This design comes from an exercise in tuning for small area, a short achievable clock period and few clock cycles per item on the open sky130 flow, not from production work. In this exercise RTL edits were held to simulation tests only and were not proved equivalent to the original. No activity file was given, so power comes from the tool's default toggle rates.

==> flow/design.v, too long to show whole: its modules and the start of the top module <==
// module eq_rnd: 11 lines
// module eq_sec: 137 lines
// module eq_chain: 87 lines
// module eq_mul: 2047 lines
module eq_chain (
    input  wire        clk,
    input  wire        rst,
    input  wire        cfg_we,
    input  wire [3:0]  cfg_sec,     
    input  wire [2:0]  cfg_reg,     
    input  wire [31:0] cfg_data,
    input  wire        in_valid,
    output wire        in_ready,
    input  wire [31:0] in_data,
    output reg         out_valid,
    output reg  [31:0] out_data,
    output reg         out_over
);
  // ...
==> flow/run.sh <==
#!/bin/bash
# synth_recipe.tcl (not shown) runs the flow's synth.tcl, then flattens the netlist and writes it again
# the make line also repeats each setting of config.mk as NAME=value (left out here)
make -C /OpenROAD-flow-scripts/flow DESIGN_CONFIG=/design/flow/config.mk WORK_HOME=/design/flow/orfs CLKGATE_MAP_FILE= SYNTH_SCRIPT=/design/flow/synth_recipe.tcl finish
==> flow/config.mk <==
export PLATFORM = sky130hd
export DESIGN_NAME = eq_chain
export DESIGN_NICKNAME = eq_chain
export VERILOG_FILES = /design/flow/design.v
export SDC_FILE = /design/flow/constraint.sdc
export NUM_CORES = 4
export LEC_CHECK = 0
export CAP_MARGIN = 20
export CORE_MARGIN = 2
export CORE_UTILIZATION = 40
export SLEW_MARGIN = 20
==> flow/constraint.sdc <==
create_clock -name core_clock -period 18.0 [get_ports {clk}]
set_input_delay 3.6000 -clock core_clock [delete_from_list [all_inputs] [get_ports {clk}]]
set_output_delay 3.6000 -clock core_clock [all_outputs]
set_load 0.01 [all_outputs]
==> flow_summary.yaml, run 1 <==
outcome:
  status: "finished with violations"
  failed_checks: "antenna rules"
placement:
  place_hpwl_um: 1440000
  portBuffers: 109
worst_hold_path:
  hold_class: "flip-flop to flip-flop"
cts:
  worstSkewPairLatency_ns: 1.21
  ctsHoldBuffers: 0
final_layout:
  top_register: "g_sec.u_sec.ms_r"
  final_common_cell: "nand2_1"
  nNetsFinal: 58700
  num-clock-buffers: 942
  largestClassByArea: "multi-input combinational cells"
  final_util: 0.437
  largestRegisters: "g_sec.u_sec.ms_r x639, g_sec.u_sec.mc_r x630, g_sec.u_sec.prod x387"
global_routing:
  grt_pass1_vias: 409000
  antenna_found_initial: 113
  met3_usage: 0.0867
critical_path:
  cp.required_ns: 18.99
  cp.depth: 16
  r2r_cells: 16
sta:
  holdWs_ns: 0.388
  max_freq_mhz: 154
  setup_violations: 0
  finalCriticalPeriod_ns: 6.51
route:
  postRouteAntennaNets: 1
  vias: 419000
  met2WireLength_um: 849000
power_and_ir_drop:
  p_sw_mw: 56.7
  vdd_drop_max_v: 0.000206
  p_sw_frac: 0.504
  seqPwrFrac: 0.179
  total_power_mw: 113
floorplanning:
  std_cell_rows: 410
  nWellTaps: 16500
synthesis:
  yosys.area_share.adder: 0.236
  synth_edf_count: 2174
  yosysTopAreaCell: "fa_1"
Testbench counts, summed over its fixed seeds: cycles 22,240, samples 4,096.
==> module eq_sec, before the edit <==
module eq_sec #(
    parameter [4:0] PH0 = 5'b00001     
) (
    input  wire        clk,
    input  wire        rst,
    input  wire        rst_r,       
    input  wire        wr_coef,
    input  wire        wr_ctrl,
    input  wire [2:0]  wr_reg,
    input  wire [31:0] wr_data,
    input  wire        v_in,
    input  wire [39:0] y_in,
    input  wire        o_in,
    output reg         v_out,
    output reg  [39:0] y_out,
    output reg         o_out
);
    localparam [39:0] ACC_MAX = {1'b0, {39{1'b1}}};
    localparam [39:0] ACC_MIN = {1'b1, {39{1'b0}}};
    reg [31:0] b0, b1, b2, a1, a2;
    reg        en;
    reg [1:0]  sh;
    reg [31:0] x1, x2;           
    reg [39:0] y1, y2;           
    reg [4:0] ph;
    always @(posedge clk) begin
        if (rst)
            ph <= PH0;
        else
            ph <= {ph[3:0], ph[4]};
    end
    wire [31:0] x_in;
    wire        x_ovf;
    eq_rnd u_rnd (.v(y_in), .x(x_in), .ovf(x_ovf));
    wire act = v_in & en;
    always @(posedge clk) begin
        if (wr_coef) begin
            case (wr_reg)
                3'd0: b0 <= wr_data;
                3'd1: b1 <= wr_data;
                3'd2: b2 <= wr_data;
                3'd3: a1 <= wr_data;
                default: a2 <= wr_data;
            endcase
        end
    end
    always @(posedge clk) begin
        if (rst_r) begin
            en <= 1'b0;
            sh <= 2'd0;
        end else if (wr_ctrl) begin
            en <= wr_data[0];
            sh <= wr_data[2:1];
        end
    end
    reg [31:0] c_r;
    reg [39:0] d_r;
    always @(posedge clk) begin
        c_r <= ({32{ph[0]}} & b0) | ({32{ph[1]}} & a1) | ({32{ph[2]}} & a2) |
               ({32{ph[3]}} & b1) | ({32{ph[4]}} & b2);
        d_r <= ({40{ph[0]}} & {{4{x_in[31]}}, x_in, 4'b0000}) |
               ({40{ph[1]}} & y1) |
               ({40{ph[2]}} & y2) |
               ({40{ph[3]}} & (act ? {{4{x_in[31]}}, x_in, 4'b0000}
                                   : {{4{x1[31]}}, x1, 4'b0000})) |
               ({40{ph[4]}} & (act ? {{4{x1[31]}}, x1, 4'b0000}
                                   : {{4{x2[31]}}, x2, 4'b0000}));
    end
    wire [71:0] ms, mc;
    eq_mul u_mul (.a(c_r), .b(d_r), .s(ms), .c(mc));
    reg [71:0] ms_r, mc_r;
    always @(posedge clk) begin
        ms_r <= ms;
        mc_r <= mc;
    end
    wire [71:0] p_s  = ms_r + mc_r;
    wire        tie  = ~(|p_s[28:0]);
    wire        neg  = ph[3] | ph[4];
    reg [42:0] prod;             
    reg        psub;
    always @(posedge clk) begin
        prod <= {p_s[71:30], p_s[29] & ~tie} ^ {43{neg}};
        psub <= neg;
    end
    reg  [39:0] acc;
    wire [43:0] sum   = {{4{acc[39]}}, acc} + {prod[42], prod} + {43'd0, psub};
    wire [43:0] sum_sh = ph[3] ? ($signed(sum) <<< sh) : sum;
    wire        s_in     = (&sum_sh[43:39]) | ~(|sum_sh[43:39]);
    wire [39:0] sum_sat  = s_in ? sum_sh[39:0] : sum_sh[43] ? ACC_MIN : ACC_MAX;
    wire        sum_ovf  = en & ~s_in;
    reg ovf;
    reg vreg;
    always @(posedge clk) begin
        if (ph[4] && !en)
            acc <= {{4{x_in[31]}}, x_in, 4'b0000};
        else if (ph[0]) begin
            if (en)
                acc <= 40'd0;
        end else
            acc <= sum_sat;
        if (ph[3])
            ovf <= o_in | x_ovf | sum_ovf;
        else if (ph[4])
            ovf <= ovf | sum_ovf;
    end
    always @(posedge clk) begin
        if (rst_r || (wr_ctrl && !wr_data[0])) begin
            x1 <= 32'd0;
            x2 <= 32'd0;
            y1 <= 40'd0;
            y2 <= 40'd0;
        end else begin
            if (ph[0] && vreg && en) begin
                y1 <= sum_sat;
                y2 <= y1;
            end
            if (ph[4] && act) begin
                x1 <= x_in;
                x2 <= x1;
            end
        end
    end
    always @(posedge clk) begin
        if (rst_r) begin
            vreg  <= 1'b0;
            v_out <= 1'b0;
        end else begin
            if (ph[4])
                vreg <= v_in;
            if (ph[0]) begin
                v_out <= vreg;
                y_out <= en ? sum_sat : acc;
                o_out <= ovf | sum_ovf;
            end
        end
    end
endmodule
==> run 2, diff against run 1 <==
--- a/flow/design.v
+++ b/flow/design.v
@@ -59,31 +59,39 @@
         if (rst_r) begin
             en <= 1'b0;
             sh <= 2'd0;
         end else if (wr_ctrl) begin
             en <= wr_data[0];
             sh <= wr_data[2:1];
         end
     end
-    reg [31:0] c_r;
+    wire [31:0] c_op = ({32{ph[0]}} & b0) | ({32{ph[1]}} & a1) | ({32{ph[2]}} & a2) |
+                       ({32{ph[3]}} & b1) | ({32{ph[4]}} & b2);
+    wire [32:0] c_x  = {c_op, 1'b0};
+    reg [15:0] one_r, two_r, neg_r;
     reg [39:0] d_r;
+    integer i;
     always @(posedge clk) begin
-        c_r <= ({32{ph[0]}} & b0) | ({32{ph[1]}} & a1) | ({32{ph[2]}} & a2) |
-               ({32{ph[3]}} & b1) | ({32{ph[4]}} & b2);
+        for (i = 0; i < 16; i = i + 1) begin
+            one_r[i] <= c_x[2*i+1] ^ c_x[2*i];
+            two_r[i] <= (c_x[2*i+2] & ~c_x[2*i+1] & ~c_x[2*i]) |
+                        (~c_x[2*i+2] & c_x[2*i+1] & c_x[2*i]);
+            neg_r[i] <= c_x[2*i+2] & ~(c_x[2*i+1] & c_x[2*i]);
+        end
         d_r <= ({40{ph[0]}} & {{4{x_in[31]}}, x_in, 4'b0000}) |
                ({40{ph[1]}} & y1) |
                ({40{ph[2]}} & y2) |
                ({40{ph[3]}} & (act ? {{4{x_in[31]}}, x_in, 4'b0000}
                                    : {{4{x1[31]}}, x1, 4'b0000})) |
                ({40{ph[4]}} & (act ? {{4{x1[31]}}, x1, 4'b0000}
                                    : {{4{x2[31]}}, x2, 4'b0000}));
     end
     wire [71:0] ms, mc;
-    eq_mul u_mul (.a(c_r), .b(d_r), .s(ms), .c(mc));
+    eq_mul u_mul (.one(one_r), .two(two_r), .neg(neg_r), .b(d_r), .s(ms), .c(mc));
     reg [71:0] ms_r, mc_r;
     always @(posedge clk) begin
         ms_r <= ms;
         mc_r <= mc;
     end
     wire [71:0] p_s  = ms_r + mc_r;
     wire        tie  = ~(|p_s[28:0]);
     wire        neg  = ph[3] | ph[4];
@@ -229,22 +237,23 @@
             out_valid <= 1'b0;
         else
             out_valid <= ph[4] & v[NSEC];
         out_data <= x_last;
         out_over <= o[NSEC] | o_last;
     end
 endmodule
 module eq_mul (
-    input  wire [31:0] a,
+    input  wire [15:0] one,      
+    input  wire [15:0] two,      
+    input  wire [15:0] neg,      
     input  wire [39:0] b,
     output wire [71:0] s,
     output wire [71:0] c
 );
-    wire [15:0] neg, one, two;
     wire [39:0] bx0, bx1, bx2, bx3, bx4, bx5, bx6, bx7, bx8, bx9, bx10, bx11, bx12, bx13, bx14, bx15;
     wire n1, n2, n3, n4, n5, n6, n7, n8, n9, n10, n11, n12, n13, n14, n15, n16;
     wire n17, n18, n19, n20, n21, n22, n23, n24, n25, n26, n27, n28, n29, n30, n31, n32;
     wire n33, n34, n35, n36, n37, n38, n39, n40, n41, n42, n43, n44, n45, n46, n47, n48;
     wire n49, n50, n51, n52, n53, n54, n55, n56, n57, n58, n59, n60, n61, n62, n63, n64;
     wire n65, n66, n67, n68, n69, n70, n71, n72, n73, n74, n75, n76, n77, n78, n79, n80;
     wire n81, n82, n83, n84, n85, n86, n87, n88, n89, n90, n91, n92, n93, n94, n95, n96;
     wire n97, n98, n99, n100, n101, n102, n103, n104, n105, n106, n107, n108, n109, n110, n111, n112;
@@ -352,19 +361,16 @@
     wire n1729, n1730, n1731, n1732, n1733, n1734, n1735, n1736, n1737, n1738, n1739, n1740, n1741, n1742, n1743, n1744;
     wire n1745, n1746, n1747, n1748, n1749, n1750, n1751, n1752, n1753, n1754, n1755, n1756, n1757, n1758, n1759, n1760;
     wire n1761, n1762, n1763, n1764, n1765, n1766, n1767, n1768, n1769, n1770, n1771, n1772, n1773, n1774, n1775, n1776;
     wire n1777, n1778, n1779, n1780, n1781, n1782, n1783, n1784, n1785, n1786, n1787, n1788, n1789, n1790, n1791, n1792;
     wire n1793, n1794, n1795, n1796, n1797, n1798, n1799, n1800, n1801, n1802, n1803, n1804, n1805, n1806, n1807, n1808;
     wire n1809, n1810, n1811, n1812, n1813, n1814, n1815, n1816, n1817, n1818, n1819, n1820, n1821, n1822, n1823, n1824;
     wire n1825, n1826, n1827, n1828, n1829, n1830, n1831, n1832, n1833, n1834, n1835, n1836, n1837, n1838, n1839, n1840;
     wire n1841, n1842, n1843, n1844, n1845, n1846, n1847, n1848, n1849, n1850, n1851, n1852, n1853, n1854, n1855, n1856;
-    assign one[0] = a[0] ^ 1'b0;
-    assign two[0] = (a[1] & ~a[0] & ~1'b0) | (~a[1] & a[0] & 1'b0);
-    assign neg[0] = a[1] & ~(a[0] & 1'b0);
     assign bx0 = b ^ {40{neg[0]}};
     assign n1 = (one[0] & bx0[0]) | (two[0] & neg[0]);
     assign n2 = (one[0] & bx0[1]) | (two[0] & bx0[0]);
     assign n3 = (one[0] & bx0[2]) | (two[0] & bx0[1]);
     assign n4 = (one[0] & bx0[3]) | (two[0] & bx0[2]);
     assign n5 = (one[0] & bx0[4]) | (two[0] & bx0[3]);
     assign n6 = (one[0] & bx0[5]) | (two[0] & bx0[4]);
     assign n7 = (one[0] & bx0[6]) | (two[0] & bx0[5]);
@@ -397,19 +403,16 @@
     assign n34 = (one[0] & bx0[33]) | (two[0] & bx0[32]);
     assign n35 = (one[0] & bx0[34]) | (two[0] & bx0[33]);
     assign n36 = (one[0] & bx0[35]) | (two[0] & bx0[34]);
     assign n37 = (one[0] & bx0[36]) | (two[0] & bx0[35]);
     assign n38 = (one[0] & bx0[37]) | (two[0] & bx0[36]);
     assign n39 = (one[0] & bx0[38]) | (two[0] & bx0[37]);
     assign n40 = (one[0] & bx0[39]) | (two[0] & bx0[38]);
     assign n41 = ~((one[0] | two[0]) & bx0[39]);
-    assign one[1] = a[2] ^ a[1];
-    assign two[1] = (a[3] & ~a[2] & ~a[1]) | (~a[3] & a[2] & a[1]);
-    assign neg[1] = a[3] & ~(a[2] & a[1]);
     assign bx1 = b ^ {40{neg[1]}};
     assign n42 = (one[1] & bx1[0]) | (two[1] & neg[1]);
     assign n43 = (one[1] & bx1[1]) | (two[1] & bx1[0]);
     assign n44 = (one[1] & bx1[2]) | (two[1] & bx1[1]);
     assign n45 = (one[1] & bx1[3]) | (two[1] & bx1[2]);
     assign n46 = (one[1] & bx1[4]) | (two[1] & bx1[3]);
     assign n47 = (one[1] & bx1[5]) | (two[1] & bx1[4]);
     assign n48 = (one[1] & bx1[6]) | (two[1] & bx1[5]);
@@ -442,19 +445,16 @@
     assign n75 = (one[1] & bx1[33]) | (two[1] & bx1[32]);
     assign n76 = (one[1] & bx1[34]) | (two[1] & bx1[33]);
     assign n77 = (one[1] & bx1[35]) | (two[1] & bx1[34]);
     assign n78 = (one[1] & bx1[36]) | (two[1] & bx1[35]);
     assign n79 = (one[1] & bx1[37]) | (two[1] & bx1[36]);
     assign n80 = (one[1] & bx1[38]) | (two[1] & bx1[37]);
     assign n81 = (one[1] & bx1[39]) | (two[1] & bx1[38]);
     assign n82 = ~((one[1] | two[1]) & bx1[39]);
-    assign one[2] = a[4] ^ a[3];
-    assign two[2] = (a[5] & ~a[4] & ~a[3]) | (~a[5] & a[4] & a[3]);
-    assign neg[2] = a[5] & ~(a[4] & a[3]);
     assign bx2 = b ^ {40{neg[2]}};
     assign n83 = (one[2] & bx2[0]) | (two[2] & neg[2]);
     assign n84 = (one[2] & bx2[1]) | (two[2] & bx2[0]);
     assign n85 = (one[2] & bx2[2]) | (two[2] & bx2[1]);
     assign n86 = (one[2] & bx2[3]) | (two[2] & bx2[2]);
     assign n87 = (one[2] & bx2[4]) | (two[2] & bx2[3]);
     assign n88 = (one[2] & bx2[5]) | (two[2] & bx2[4]);
     assign n89 = (one[2] & bx2[6]) | (two[2] & bx2[5]);
@@ -487,19 +487,16 @@
     assign n116 = (one[2] & bx2[33]) | (two[2] & bx2[32]);
     assign n117 = (one[2] & bx2[34]) | (two[2] & bx2[33]);
     assign n118 = (one[2] & bx2[35]) | (two[2] & bx2[34]);
     assign n119 = (one[2] & bx2[36]) | (two[2] & bx2[35]);
     assign n120 = (one[2] & bx2[37]) | (two[2] & bx2[36]);
     assign n121 = (one[2] & bx2[38]) | (two[2] & bx2[37]);
     assign n122 = (one[2] & bx2[39]) | (two[2] & bx2[38]);
     assign n123 = ~((one[2] | two[2]) & bx2[39]);
-    assign one[3] = a[6] ^ a[5];
-    assign two[3] = (a[7] & ~a[6] & ~a[5]) | (~a[7] & a[6] & a[5]);
-    assign neg[3] = a[7] & ~(a[6] & a[5]);
     assign bx3 = b ^ {40{neg[3]}};
     assign n124 = (one[3] & bx3[0]) | (two[3] & neg[3]);
     assign n125 = (one[3] & bx3[1]) | (two[3] & bx3[0]);
     assign n126 = (one[3] & bx3[2]) | (two[3] & bx3[1]);
     assign n127 = (one[3] & bx3[3]) | (two[3] & bx3[2]);
     assign n128 = (one[3] & bx3[4]) | (two[3] & bx3[3]);
     assign n129 = (one[3] & bx3[5]) | (two[3] & bx3[4]);
     assign n130 = (one[3] & bx3[6]) | (two[3] & bx3[5]);
@@ -532,19 +529,16 @@
     assign n157 = (one[3] & bx3[33]) | (two[3] & bx3[32]);
     assign n158 = (one[3] & bx3[34]) | (two[3] & bx3[33]);
     assign n159 = (one[3] & bx3[35]) | (two[3] & bx3[34]);
     assign n160 = (one[3] & bx3[36]) | (two[3] & bx3[35]);
     assign n161 = (one[3] & bx3[37]) | (two[3] & bx3[36]);
     assign n162 = (one[3] & bx3[38]) | (two[3] & bx3[37]);
     assign n163 = (one[3] & bx3[39]) | (two[3] & bx3[38]);
     assign n164 = ~((one[3] | two[3]) & bx3[39]);
-    assign one[4] = a[8] ^ a[7];
-    assign two[4] = (a[9] & ~a[8] & ~a[7]) | (~a[9] & a[8] & a[7]);
-    assign neg[4] = a[9] & ~(a[8] & a[7]);
     assign bx4 = b ^ {40{neg[4]}};
     assign n165 = (one[4] & bx4[0]) | (two[4] & neg[4]);
     assign n166 = (one[4] & bx4[1]) | (two[4] & bx4[0]);
     assign n167 = (one[4] & bx4[2]) | (two[4] & bx4[1]);
     assign n168 = (one[4] & bx4[3]) | (two[4] & bx4[2]);
     assign n169 = (one[4] & bx4[4]) | (two[4] & bx4[3]);
     assign n170 = (one[4] & bx4[5]) | (two[4] & bx4[4]);
     assign n171 = (one[4] & bx4[6]) | (two[4] & bx4[5]);
@@ -577,19 +571,16 @@
     assign n198 = (one[4] & bx4[33]) | (two[4] & bx4[32]);
     assign n199 = (one[4] & bx4[34]) | (two[4] & bx4[33]);
     assign n200 = (one[4] & bx4[35]) | (two[4] & bx4[34]);
     assign n201 = (one[4] & bx4[36]) | (two[4] & bx4[35]);
     assign n202 = (one[4] & bx4[37]) | (two[4] & bx4[36]);
     assign n203 = (one[4] & bx4[38]) | (two[4] & bx4[37]);
     assign n204 = (one[4] & bx4[39]) | (two[4] & bx4[38]);
     assign n205 = ~((one[4] | two[4]) & bx4[39]);
-    assign one[5] = a[10] ^ a[9];
-    assign two[5] = (a[11] & ~a[10] & ~a[9]) | (~a[11] & a[10] & a[9]);
-    assign neg[5] = a[11] & ~(a[10] & a[9]);
     assign bx5 = b ^ {40{neg[5]}};
     assign n206 = (one[5] & bx5[0]) | (two[5] & neg[5]);
     assign n207 = (one[5] & bx5[1]) | (two[5] & bx5[0]);
     assign n208 = (one[5] & bx5[2]) | (two[5] & bx5[1]);
     assign n209 = (one[5] & bx5[3]) | (two[5] & bx5[2]);
     assign n210 = (one[5] & bx5[4]) | (two[5] & bx5[3]);
     assign n211 = (one[5] & bx5[5]) | (two[5] & bx5[4]);
     assign n212 = (one[5] & bx5[6]) | (two[5] & bx5[5]);
@@ -622,19 +613,16 @@
     assign n239 = (one[5] & bx5[33]) | (two[5] & bx5[32]);
     assign n240 = (one[5] & bx5[34]) | (two[5] & bx5[33]);
     assign n241 = (one[5] & bx5[35]) | (two[5] & bx5[34]);
     assign n242 = (one[5] & bx5[36]) | (two[5] & bx5[35]);
     assign n243 = (one[5] & bx5[37]) | (two[5] & bx5[36]);
     assign n244 = (one[5] & bx5[38]) | (two[5] & bx5[37]);
     assign n245 = (one[5] & bx5[39]) | (two[5] & bx5[38]);
     assign n246 = ~((one[5] | two[5]) & bx5[39]);
-    assign one[6] = a[12] ^ a[11];
-    assign two[6] = (a[13] & ~a[12] & ~a[11]) | (~a[13] & a[12] & a[11]);
-    assign neg[6] = a[13] & ~(a[12] & a[11]);
     assign bx6 = b ^ {40{neg[6]}};
     assign n247 = (one[6] & bx6[0]) | (two[6] & neg[6]);
     assign n248 = (one[6] & bx6[1]) | (two[6] & bx6[0]);
     assign n249 = (one[6] & bx6[2]) | (two[6] & bx6[1]);
     assign n250 = (one[6] & bx6[3]) | (two[6] & bx6[2]);
     assign n251 = (one[6] & bx6[4]) | (two[6] & bx6[3]);
     assign n252 = (one[6] & bx6[5]) | (two[6] & bx6[4]);
     assign n253 = (one[6] & bx6[6]) | (two[6] & bx6[5]);
@@ -667,19 +655,16 @@
     assign n280 = (one[6] & bx6[33]) | (two[6] & bx6[32]);
     assign n281 = (one[6] & bx6[34]) | (two[6] & bx6[33]);
     assign n282 = (one[6] & bx6[35]) | (two[6] & bx6[34]);
     assign n283 = (one[6] & bx6[36]) | (two[6] & bx6[35]);
     assign n284 = (one[6] & bx6[37]) | (two[6] & bx6[36]);
     assign n285 = (one[6] & bx6[38]) | (two[6] & bx6[37]);
     assign n286 = (one[6] & bx6[39]) | (two[6] & bx6[38]);
     assign n287 = ~((one[6] | two[6]) & bx6[39]);
-    assign one[7] = a[14] ^ a[13];
-    assign two[7] = (a[15] & ~a[14] & ~a[13]) | (~a[15] & a[14] & a[13]);
-    assign neg[7] = a[15] & ~(a[14] & a[13]);
     assign bx7 = b ^ {40{neg[7]}};
     assign n288 = (one[7] & bx7[0]) | (two[7] & neg[7]);
     assign n289 = (one[7] & bx7[1]) | (two[7] & bx7[0]);
     assign n290 = (one[7] & bx7[2]) | (two[7] & bx7[1]);
     assign n291 = (one[7] & bx7[3]) | (two[7] & bx7[2]);
     assign n292 = (one[7] & bx7[4]) | (two[7] & bx7[3]);
     assign n293 = (one[7] & bx7[5]) | (two[7] & bx7[4]);
     assign n294 = (one[7] & bx7[6]) | (two[7] & bx7[5]);
@@ -712,19 +697,16 @@
     assign n321 = (one[7] & bx7[33]) | (two[7] & bx7[32]);
     assign n322 = (one[7] & bx7[34]) | (two[7] & bx7[33]);
     assign n323 = (one[7] & bx7[35]) | (two[7] & bx7[34]);
     assign n324 = (one[7] & bx7[36]) | (two[7] & bx7[35]);
     assign n325 = (one[7] & bx7[37]) | (two[7] & bx7[36]);
     assign n326 = (one[7] & bx7[38]) | (two[7] & bx7[37]);
     assign n327 = (one[7] & bx7[39]) | (two[7] & bx7[38]);
     assign n328 = ~((one[7] | two[7]) & bx7[39]);
-    assign one[8] = a[16] ^ a[15];
-    assign two[8] = (a[17] & ~a[16] & ~a[15]) | (~a[17] & a[16] & a[15]);
-    assign neg[8] = a[17] & ~(a[16] & a[15]);
     assign bx8 = b ^ {40{neg[8]}};
     assign n329 = (one[8] & bx8[0]) | (two[8] & neg[8]);
     assign n330 = (one[8] & bx8[1]) | (two[8] & bx8[0]);
     assign n331 = (one[8] & bx8[2]) | (two[8] & bx8[1]);
     assign n332 = (one[8] & bx8[3]) | (two[8] & bx8[2]);
     assign n333 = (one[8] & bx8[4]) | (two[8] & bx8[3]);
     assign n334 = (one[8] & bx8[5]) | (two[8] & bx8[4]);
     assign n335 = (one[8] & bx8[6]) | (two[8] & bx8[5]);
@@ -757,19 +739,16 @@
     assign n362 = (one[8] & bx8[33]) | (two[8] & bx8[32]);
     assign n363 = (one[8] & bx8[34]) | (two[8] & bx8[33]);
     assign n364 = (one[8] & bx8[35]) | (two[8] & bx8[34]);
     assign n365 = (one[8] & bx8[36]) | (two[8] & bx8[35]);
     assign n366 = (one[8] & bx8[37]) | (two[8] & bx8[36]);
     assign n367 = (one[8] & bx8[38]) | (two[8] & bx8[37]);
     assign n368 = (one[8] & bx8[39]) | (two[8] & bx8[38]);
     assign n369 = ~((one[8] | two[8]) & bx8[39]);
-    assign one[9] = a[18] ^ a[17];
-    assign two[9] = (a[19] & ~a[18] & ~a[17]) | (~a[19] & a[18] & a[17]);
-    assign neg[9] = a[19] & ~(a[18] & a[17]);
     assign bx9 = b ^ {40{neg[9]}};
     assign n370 = (one[9] & bx9[0]) | (two[9] & neg[9]);
     assign n371 = (one[9] & bx9[1]) | (two[9] & bx9[0]);
     assign n372 = (one[9] & bx9[2]) | (two[9] & bx9[1]);
     assign n373 = (one[9] & bx9[3]) | (two[9] & bx9[2]);
     assign n374 = (one[9] & bx9[4]) | (two[9] & bx9[3]);
     assign n375 = (one[9] & bx9[5]) | (two[9] & bx9[4]);
     assign n376 = (one[9] & bx9[6]) | (two[9] & bx9[5]);
@@ -802,19 +781,16 @@
     assign n403 = (one[9] & bx9[33]) | (two[9] & bx9[32]);
     assign n404 = (one[9] & bx9[34]) | (two[9] & bx9[33]);
     assign n405 = (one[9] & bx9[35]) | (two[9] & bx9[34]);
     assign n406 = (one[9] & bx9[36]) | (two[9] & bx9[35]);
     assign n407 = (one[9] & bx9[37]) | (two[9] & bx9[36]);
     assign n408 = (one[9] & bx9[38]) | (two[9] & bx9[37]);
     assign n409 = (one[9] & bx9[39]) | (two[9] & bx9[38]);
     assign n410 = ~((one[9] | two[9]) & bx9[39]);
-    assign one[10] = a[20] ^ a[19];
-    assign two[10] = (a[21] & ~a[20] & ~a[19]) | (~a[21] & a[20] & a[19]);
-    assign neg[10] = a[21] & ~(a[20] & a[19]);
     assign bx10 = b ^ {40{neg[10]}};
     assign n411 = (one[10] & bx10[0]) | (two[10] & neg[10]);
     assign n412 = (one[10] & bx10[1]) | (two[10] & bx10[0]);
     assign n413 = (one[10] & bx10[2]) | (two[10] & bx10[1]);
     assign n414 = (one[10] & bx10[3]) | (two[10] & bx10[2]);
     assign n415 = (one[10] & bx10[4]) | (two[10] & bx10[3]);
     assign n416 = (one[10] & bx10[5]) | (two[10] & bx10[4]);
     assign n417 = (one[10] & bx10[6]) | (two[10] & bx10[5]);
@@ -847,19 +823,16 @@
     assign n444 = (one[10] & bx10[33]) | (two[10] & bx10[32]);
     assign n445 = (one[10] & bx10[34]) | (two[10] & bx10[33]);
     assign n446 = (one[10] & bx10[35]) | (two[10] & bx10[34]);
     assign n447 = (one[10] & bx10[36]) | (two[10] & bx10[35]);
     assign n448 = (one[10] & bx10[37]) | (two[10] & bx10[36]);
     assign n449 = (one[10] & bx10[38]) | (two[10] & bx10[37]);
     assign n450 = (one[10] & bx10[39]) | (two[10] & bx10[38]);
     assign n451 = ~((one[10] | two[10]) & bx10[39]);
-    assign one[11] = a[22] ^ a[21];
-    assign two[11] = (a[23] & ~a[22] & ~a[21]) | (~a[23] & a[22] & a[21]);
-    assign neg[11] = a[23] & ~(a[22] & a[21]);
     assign bx11 = b ^ {40{neg[11]}};
     assign n452 = (one[11] & bx11[0]) | (two[11] & neg[11]);
     assign n453 = (one[11] & bx11[1]) | (two[11] & bx11[0]);
     assign n454 = (one[11] & bx11[2]) | (two[11] & bx11[1]);
     assign n455 = (one[11] & bx11[3]) | (two[11] & bx11[2]);
     assign n456 = (one[11] & bx11[4]) | (two[11] & bx11[3]);
     assign n457 = (one[11] & bx11[5]) | (two[11] & bx11[4]);
     assign n458 = (one[11] & bx11[6]) | (two[11] & bx11[5]);
@@ -892,19 +865,16 @@
     assign n485 = (one[11] & bx11[33]) | (two[11] & bx11[32]);
     assign n486 = (one[11] & bx11[34]) | (two[11] & bx11[33]);
     assign n487 = (one[11] & bx11[35]) | (two[11] & bx11[34]);
     assign n488 = (one[11] & bx11[36]) | (two[11] & bx11[35]);
     assign n489 = (one[11] & bx11[37]) | (two[11] & bx11[36]);
     assign n490 = (one[11] & bx11[38]) | (two[11] & bx11[37]);
     assign n491 = (one[11] & bx11[39]) | (two[11] & bx11[38]);
     assign n492 = ~((one[11] | two[11]) & bx11[39]);
-    assign one[12] = a[24] ^ a[23];
-    assign two[12] = (a[25] & ~a[24] & ~a[23]) | (~a[25] & a[24] & a[23]);
-    assign neg[12] = a[25] & ~(a[24] & a[23]);
     assign bx12 = b ^ {40{neg[12]}};
     assign n493 = (one[12] & bx12[0]) | (two[12] & neg[12]);
     assign n494 = (one[12] & bx12[1]) | (two[12] & bx12[0]);
     assign n495 = (one[12] & bx12[2]) | (two[12] & bx12[1]);
     assign n496 = (one[12] & bx12[3]) | (two[12] & bx12[2]);
     assign n497 = (one[12] & bx12[4]) | (two[12] & bx12[3]);
     assign n498 = (one[12] & bx12[5]) | (two[12] & bx12[4]);
     assign n499 = (one[12] & bx12[6]) | (two[12] & bx12[5]);
@@ -937,19 +907,16 @@
     assign n526 = (one[12] & bx12[33]) | (two[12] & bx12[32]);
     assign n527 = (one[12] & bx12[34]) | (two[12] & bx12[33]);
     assign n528 = (one[12] & bx12[35]) | (two[12] & bx12[34]);
     assign n529 = (one[12] & bx12[36]) | (two[12] & bx12[35]);
     assign n530 = (one[12] & bx12[37]) | (two[12] & bx12[36]);
     assign n531 = (one[12] & bx12[38]) | (two[12] & bx12[37]);
     assign n532 = (one[12] & bx12[39]) | (two[12] & bx12[38]);
     assign n533 = ~((one[12] | two[12]) & bx12[39]);
-    assign one[13] = a[26] ^ a[25];
-    assign two[13] = (a[27] & ~a[26] & ~a[25]) | (~a[27] & a[26] & a[25]);
-    assign neg[13] = a[27] & ~(a[26] & a[25]);
     assign bx13 = b ^ {40{neg[13]}};
     assign n534 = (one[13] & bx13[0]) | (two[13] & neg[13]);
     assign n535 = (one[13] & bx13[1]) | (two[13] & bx13[0]);
     assign n536 = (one[13] & bx13[2]) | (two[13] & bx13[1]);
     assign n537 = (one[13] & bx13[3]) | (two[13] & bx13[2]);
     assign n538 = (one[13] & bx13[4]) | (two[13] & bx13[3]);
     assign n539 = (one[13] & bx13[5]) | (two[13] & bx13[4]);
     assign n540 = (one[13] & bx13[6]) | (two[13] & bx13[5]);
@@ -982,19 +949,16 @@
     assign n567 = (one[13] & bx13[33]) | (two[13] & bx13[32]);
     assign n568 = (one[13] & bx13[34]) | (two[13] & bx13[33]);
     assign n569 = (one[13] & bx13[35]) | (two[13] & bx13[34]);
     assign n570 = (one[13] & bx13[36]) | (two[13] & bx13[35]);
     assign n571 = (one[13] & bx13[37]) | (two[13] & bx13[36]);
     assign n572 = (one[13] & bx13[38]) | (two[13] & bx13[37]);
     assign n573 = (one[13] & bx13[39]) | (two[13] & bx13[38]);
     assign n574 = ~((one[13] | two[13]) & bx13[39]);
-    assign one[14] = a[28] ^ a[27];
-    assign two[14] = (a[29] & ~a[28] & ~a[27]) | (~a[29] & a[28] & a[27]);
-    assign neg[14] = a[29] & ~(a[28] & a[27]);
     assign bx14 = b ^ {40{neg[14]}};
     assign n575 = (one[14] & bx14[0]) | (two[14] & neg[14]);
     assign n576 = (one[14] & bx14[1]) | (two[14] & bx14[0]);
     assign n577 = (one[14] & bx14[2]) | (two[14] & bx14[1]);
     assign n578 = (one[14] & bx14[3]) | (two[14] & bx14[2]);
     assign n579 = (one[14] & bx14[4]) | (two[14] & bx14[3]);
     assign n580 = (one[14] & bx14[5]) | (two[14] & bx14[4]);
     assign n581 = (one[14] & bx14[6]) | (two[14] & bx14[5]);
@@ -1027,19 +991,16 @@
     assign n608 = (one[14] & bx14[33]) | (two[14] & bx14[32]);
     assign n609 = (one[14] & bx14[34]) | (two[14] & bx14[33]);
     assign n610 = (one[14] & bx14[35]) | (two[14] & bx14[34]);
     assign n611 = (one[14] & bx14[36]) | (two[14] & bx14[35]);
     assign n612 = (one[14] & bx14[37]) | (two[14] & bx14[36]);
     assign n613 = (one[14] & bx14[38]) | (two[14] & bx14[37]);
     assign n614 = (one[14] & bx14[39]) | (two[14] & bx14[38]);
     assign n615 = ~((one[14] | two[14]) & bx14[39]);
-    assign one[15] = a[30] ^ a[29];
-    assign two[15] = (a[31] & ~a[30] & ~a[29]) | (~a[31] & a[30] & a[29]);
-    assign neg[15] = a[31] & ~(a[30] & a[29]);
     assign bx15 = b ^ {40{neg[15]}};
     assign n616 = (one[15] & bx15[0]) | (two[15] & neg[15]);
     assign n617 = (one[15] & bx15[1]) | (two[15] & bx15[0]);
     assign n618 = (one[15] & bx15[2]) | (two[15] & bx15[1]);
     assign n619 = (one[15] & bx15[3]) | (two[15] & bx15[2]);
     assign n620 = (one[15] & bx15[4]) | (two[15] & bx15[3]);
     assign n621 = (one[15] & bx15[5]) | (two[15] & bx15[4]);
     assign n622 = (one[15] & bx15[6]) | (two[15] & bx15[5]);
==> flow_summary.yaml, run 2 <==
cts:
  clock_sinks: 6168
  path_clk_slew_ns: 0.06
  cts_root_buf: "clkbuf_16"
  worstSkewPairLatency_ns: 1.22
  clock_path_buffers: 5
  cts_resized: 0
  post_cts_buffers: 0
  cts_tree: "yes"
  cts.htree.levels: 6
  ctsHoldBuffers: 0
  numCtsBuffers: 721
sta:
  finalSetupTns_ns: 0
  tightest_slew_ns: 1.31
  hold_viol_final: 0
  rsz0062_at_grt: "false"
  max_slew_margin: 0.119
  skew_ns: 0.0890
  finalMaxSlewViolations: 0
  max_freq_mhz: 142
  period_share: 0.390
  setup_violations: 0
  finalCriticalPeriod_ns: 7.02
global_routing:
  grt_max_degree: 101
  antenna_found_initial: 102
  track_usage: 0.286
  grt_pass1_wl_um: 2810000
  grt_overflow: 0
  grt_pass1_vias: 418000
synthesis:
  synth_cell_types: 110
  synth_edf_count: 2174
  syn-instance-count: 54100
  ys_top_cells_by_count: "4,910 x nand2_1, 4,824 x fa_1, 4,709 x xor2_1, 4,244 x clkbuf_1, 4,192 x inv_1"
  synth_nets: 60800
  yosys.area_share.adder: 0.230
  synth_simple_gate_area_share: 0.0854
  muxShareOfSynthArea: 0.00683
  ys.flop_type: "dfxtp_1"
  yosys.cell_count.top_type: "nand2_1"
  yosys_warnings: 6
  synth_compound_area_frac: 0.228
  yosysTopAreaCell: "fa_1"
  synth_seq_cells: 6168
  seq_area_frac_synth: 0.282
  synth_top_family_by_area: "adder cells"
  synthArstFlopShare: 0
  synth_top_area_frac: 0.188
  syn_area_um2: 514000
  yosys.area_share.xor_xnor: 0.0990
  syn_avg_cell_area_um2: 9.50
  synth_area_leaders: "fa_1 19%, dfxtp_1 16%, edfxtp_1 13%, xor2_1 8.0%, ha_1 4.2%"
final_layout:
  layout_common_cells: "4,903 x nand2_1, 4,824 x fa_1, 4,709 x xor2_1"
  largestRegisters: "g_sec.u_sec.ms_r x639, g_sec.u_sec.mc_r x630, g_sec.u_sec.prod x387"
  nNetsFinal: 57700
  area_growth_pct: 7.62
  largest_register_ffs: 639
  layout-drive-gt1-share: 0.0757
  nFillCells: 124000
  top_register: "g_sec.u_sec.ms_r"
  final_common_cell: "nand2_1"
  design_area_um2: 553000
placement:
  portBuffers: 109
  dpl_cell_area_um2: 528000
  place_congestion: 0.970
  place_hpwl_um: 1310000
floorplanning:
  core_area_um2: 1280000
  dieArea_um2: 1290000
  die_y_um: 1140
  chipWidth_um: 1140
  std_cell_rows: 416
  start_util: 0.401
  ios: 110
route:
  post_drt_wl_per_cell_um: 27.8
  drt-initial-drc-count: 51800
  remaining_drc_errors: 0
  wl_um: 1920000
  vias_per_cell: 6.21
  postRouteAntennaNets: 0
  drtPass1Iterations: 10
  vias: 427000
power_and_ir_drop:
  seqPwrFrac: 0.183
  p_int_mw: 56.7
  p_sw_mw: 54.4
  power.leakage_nw: 229
  p_comb_frac: 0.678
  clkPwrFrac: 0.139
  vdd_drop_max_v: 0.000191
  power.density_nw_per_um2: 201
  p_sw_frac: 0.490
critical_path:
  cp.required_ns: 19.09
  r2r_cells: 19
  path_max_fanout: 36
  path_class: "flip-flop to flip-flop"
  start_kind: "flip-flop"
  r2r_slack_ns: 10.98
  endpoint_kind: "flip-flop"
  worstPathArrival_ns: 8.12
worst_hold_path:
  whs_path_depth: 0
  hold_class: "flip-flop to flip-flop"
outcome:
  status: "timing/DRC/antenna clean"
run:
  drv_cap: 0
## run 2: power groups by stage
stage               clock [mW]  sequential (mW)  combinational (mW)
floorplan                    0             19.6                51.7
global placement             0             20.6                73.9
detailed placement           0             20.6                74.0
CTS                       15.7             20.3                74.8
global route              16.2             20.5                84.5
finish                    15.5             20.4                75.3
## run 2: area by class of cell
cell class                 instances  area [um2]  share of cell area
antenna                           66         165            0.000298
inverter                        4209       15800              0.0285
tap                            17100       21400              0.0387
clock buffer                     948       20100              0.0363
timing repair buffer            1393       11000              0.0198
sequential                      6168      146000               0.263
multi-input combinational      38500      334000               0.604
clock inverter                   393        4730             0.00854
## run 2: critical path, stage by stage (launching register included)
cell	delay (ns)
dfxtp_1	0.34
fa_1	0.48
inv_1	0.09
fa_1	0.21
nor2b_1	0.07
o31a_1	0.32
o211ai_1	0.40
and4_1	0.32
o21ai_0	0.25
a21bo_2	0.33
a21o_1	0.18
a221o_1	0.32
xnor2_1	0.23
o22ai_1	0.10
a21oi_1	0.46
a31o_2	0.77
inv_1	0.46
nor3_2	0.98
buf_4	0.41
a221o_1	0.20
## run 2: path summary, 6_finish.rpt
| kind | start | end |
|---|---|---|
| max | g_sec[1].u_sec.acc[0] | g_sec[1].u_sec.y1[1] |
| min | in_r[1] | x0[1] |
| min reg2reg | in_r[1] | x0[1] |
| max reg2reg | g_sec[1].u_sec.acc[0] | g_sec[1].u_sec.y1[1] |
## run 2: cells by family (layout without fill, tap and decap cells)
kind of cell / after synthesis / count (layout)
and+or+nand+nor: 10200 / 10200
adders and majority gates: 6553 / 6553
DFF: 6168 / 6168
xor gates and xnor gates: 5811 / 5811
muxes: 328 / 328
buffers and inverters: 9422 / 6943
other: 0 / 66
AOI/OAI and AO/OA: 15600 / 15600
## run 2: per-layer routing
layer / part of all wire / GRT usage
met5: 0.00017 / 0.000918
met4: 0.056 / 0.135
met3: 0.11 / 0.0749
met2: 0.43 / 0.428
met1: 0.41 / 0.385
## run 2: through the flow
step,instances,power (mW),util,hold WS [ns],setup WS [ns]
2_1_floorplan,54100,71.3,-,0.329,12.33
3_3_place_gp,67400,94.5,0.412,0.388,11.40
3_5_place_dp,67400,94.6,0.412,0.389,11.29
4_1_cts,68800,111,0.431,0.400,11.25
5_1_grt,68800,121,0.431,0.406,10.82
6_report,68800,111,0.432,0.401,10.98
Testbench counts of run 2, summed over its fixed seeds: cycles 22,240, samples 4,096.

==> re-timing with driven ports <==
The flow's constraints put no driver on any port. The routed layouts listed below were extracted and timed again, unchanged, in two steps. Step 1: set_driving_cell puts a clkbuf_16 on clk and a buf_2 on each other input, an assumption about the parent block. Step 2 times the ports against the registers' clock, not the clock port: input delays grow and output delays shrink by t, the midpoint of the rising clock arrivals with the driver on. Three values: no drivers, after step 1, after step 2; two values: the first two.
run | shift t [ns] | slack for setup (ns) | slew at the worst register clock pin (ns) | worst data-port slew with drivers (ns)
run 1 | 1.323 | 11.487 / 11.487 / 11.487 | 0.07 / 0.07 | 0.13
run 2 | 1.353 | 10.976 / 10.976 / 10.976 | 0.08 / 0.08 | 0.28
